Background: an optimization exercise with open tools, aiming at small area, a short achievable clock period and few clock cycles per item. Do not read the settings as production practice.
Only simulation tests tie the RTL to the original design; equivalence was not proved.

Setup of run 1:
==> flow/design.v (excerpt) <==
module dvn_sha256 (
    input  wire         clk,
    input  wire         rst,         
    input  wire         in_valid,
    output wire         in_ready,
    input  wire [31:0]  in_data,
    input  wire         in_first,    
    output wire         out_valid,
    output wire [255:0] digest
);
    localparam [31:0] IV0 = 32'h6a09e667, IV1 = 32'hbb67ae85,
                      IV2 = 32'h3c6ef372, IV3 = 32'ha54ff53a,
                      IV4 = 32'h510e527f, IV5 = 32'h9b05688c,
                      IV6 = 32'h1f83d9ab, IV7 = 32'h5be0cd19;
    reg  [3:0]  ph;           
    reg  [1:0]  q;            
    reg         run;          
    reg         fresh;        
    reg  [3:0]  wcnt;         
    reg         pend_first;   
    reg         cur_first;    
    reg         rdy_q;
    reg         done_q;
    reg  [5:0]  kidx;         
    reg  [31:0] w [0:15];
    reg  [31:0] a, b, c, d, e, f, g, h;
    reg  [31:0] ha0, ha1, ha2, ha3;    
    reg  [31:0] he0, he1, he2, he3;    
    wire accept  = in_valid & rdy_q;
    wire q3      = (q == 2'd3);
    wire ph15    = (ph == 4'd15);
    reg  last;        
    reg  add_en;      
    reg  ld_iv;       
    reg  fold_h;      
    reg  fold_iv;     
    wire slot_ok = ~run | q3;                      
    wire start_if = (wcnt == 4'd15);
    wire start   = accept & start_if;
    wire       run_na = run & ~last;
    wire       run_a  = start_if | run_na;
    wire       run_n  = accept ? run_a : run_na;
    wire [1:0] q_n    = (run & ph15) ? q + 2'd1 : q;    
    wire [3:0] ph_inc = ph + 4'd1;
    wire [3:0] ph_n   = fresh ? {3'd0, accept} : ph_inc;
    wire [3:0] wcnt_a = wcnt + 4'd1;                    
    wire [3:0] wcnt_n = accept ? wcnt_a : wcnt;
    wire       fresh_n = fresh & ~accept;
    wire       rdy_a  = ~start_if & (wcnt_a == ph_inc) & (~run_na | (q_n == 2'd3));
  ...
For scale: roughly 5100 cells after synthesis, roughly 1100 flip-flops, about 0.051 mm2 of cells after synthesis.
export LEC_CHECK = 0
export CAP_MARGIN = 20
export CORE_MARGIN = 2
export CORE_UTILIZATION = 50
export CTS_BUF_LIST = sky130_fd_sc_hd__clkbuf_8 sky130_fd_sc_hd__clkbuf_16
export CTS_CLUSTER_DIAMETER = 80
export CTS_CLUSTER_SIZE = 30
export SLEW_MARGIN = 20
create_clock -name core_clock -period 20.0 [get_ports {clk}]
standard.sh (not shown) runs the stock make flow with config.mk's settings and CLKGATE_MAP_FILE= SYNTH_SCRIPT=/design/flow/synth_recipe.tcl, a recipe that flattens the netlist after the stock synthesis.
==> flow/flow/run.sh <==
#!/bin/bash
set -euo pipefail
bash standard.sh SETUP_SLACK_MARGIN=${MARGIN:-14.65} \
  "BUFFER_PORTS_ARGS=-buffer_cell sky130_fd_sc_hd__buf_2" finish > flow.log 2>&1
Testbench counts of run 1, summed over its fixed seeds: cycles 24,712, blocks 384.
Modified inputs, run 2 compared to run 1
Settings: CTS_BUF_LIST no longer set, was sky130_fd_sc_hd__clkbuf_8 sky130_fd_sc_hd__clkbuf_16; GPL_TIMING_DRIVEN now 1, previously not set.
==> flow/flow/run.sh <==
#!/bin/bash
set -euo pipefail
bash standard.sh SETUP_SLACK_MARGIN=${MARGIN:-14.5} \
  "BUFFER_PORTS_ARGS=-buffer_cell sky130_fd_sc_hd__buf_2" finish > flow.log 2>&1
## What came out
In summary, run 1 completed successfully, with a layout that passed the timing, design-rule and antenna checks. Run 2 completed end to end with timing, DRC and antenna clean. Looking at setup fix buffers added after clock tree synthesis, run 2 sits 2 lower than run 1 does. In run 2 relative to run 1, number of resized instances in the post-cts repair step had gone down by more than half. Looking at worst-case setup slack after placement across run 2 and run 1, the one that comes out lower is run 2. Post-route minimum period: run 2 vs run 1 up 0.19 ns.
## Diff of input files: run 3 against run 2
Settings: GPL_TIMING_DRIVEN no longer set, was 1.
==> flow/flow/run.sh <==
#!/bin/bash
set -euo pipefail
bash standard.sh SETUP_SLACK_MARGIN=${MARGIN:-14.65} \
  "BUFFER_PORTS_ARGS=-buffer_cell sky130_fd_sc_hd__buf_2" finish > flow.log 2>&1
--- outcome ---
In terms of overall routed net length, run 3 and run 2 differ only marginally. Re layout overhead on the synthesized area: run 3 is 0.74 points up on run 2. Summary: with run 2 as the reference, final cell count in run 3 moved up slightly. Run 3 against run 2: post-route standard cell area excluding fillers climbed about 0.7%, footprint of the multi-input gates climbed about 0.4%, transition time at the pin with the least slew margin climbed 0.12 ns, final design utilization climbed 0.37 points. Run 2 has higher post-route minimum period than run 3. Row fraction of final layout cells with drive strength greater than 1: run 3 higher / run 2 lower. Final worst-path cycle share is lower on run 3.
The following lists how run 4 was set up differently from run 3:
==> flow/flow/run.sh <==
#!/bin/bash
set -euo pipefail
bash standard.sh SETUP_SLACK_MARGIN=${MARGIN:-14.5} \
  "BUFFER_PORTS_ARGS=-buffer_cell sky130_fd_sc_hd__buf_2" finish > flow.log 2>&1
Findings:
- Relative to run 3, core utilization has gone down in run 4.
- On run 4: final critical path time including I/O delays and setup is 0.19 ns higher than what run 3 gave.
- For run 4, the critical path's slowest cell was dfxtp_1, unlike run 3, where it was dfxtp_2.
- Number of instances in the synthesized netlist of run 4 is on par with run 3.
- Run 4 against run 3: global-route wire length before repair comparable, relative slew slack went up 8.1 points, initial antenna violation count higher, final-layout clock buffer total went down, synthesized-area fraction occupied by adder cells barely changed.
- Relative to run 3, number of global-route vias before repair has increased by 0.35% in run 4.

[separate check: timing with driven ports]
The results above use ideal ports. As a check the final layouts listed here were re-extracted and re-timed, cells and wires unchanged.
Step 1 (the two cells are an assumption about what drives the block):
set clk [get_ports {clk}]
set_driving_cell -lib_cell sky130_fd_sc_hd__clkbuf_16 $clk
set_driving_cell -lib_cell sky130_fd_sc_hd__buf_2 [delete_from_list [all_inputs] $clk]
Step 2, shift: input delay + t, output delay - t, t = (earliest + latest rising clock arrival at the registers) / 2. This alone moves slack from input paths to output paths.
Three values: ideal, step 1, step 2; two values: the first two.
| run | t (ns) | slack for setup (ns) | worst setup path after step 2 | worst data-port slew with drivers (ns) |
|---|---|---|---|---|
| run 1 | 0.770 | 14.671 / 14.595 / 14.543 | input to register | 0.08 |
| run 2 | 0.777 | 14.483 / 14.413 / 14.305 | input to register | 0.08 |
| run 3 | 0.769 | 14.668 / 14.593 / 14.544 | input to register | 0.08 |
| run 4 | 0.777 | 14.483 / 14.413 / 14.305 | input to register | 0.08 |
After both steps every run listed still meets setup and hold.
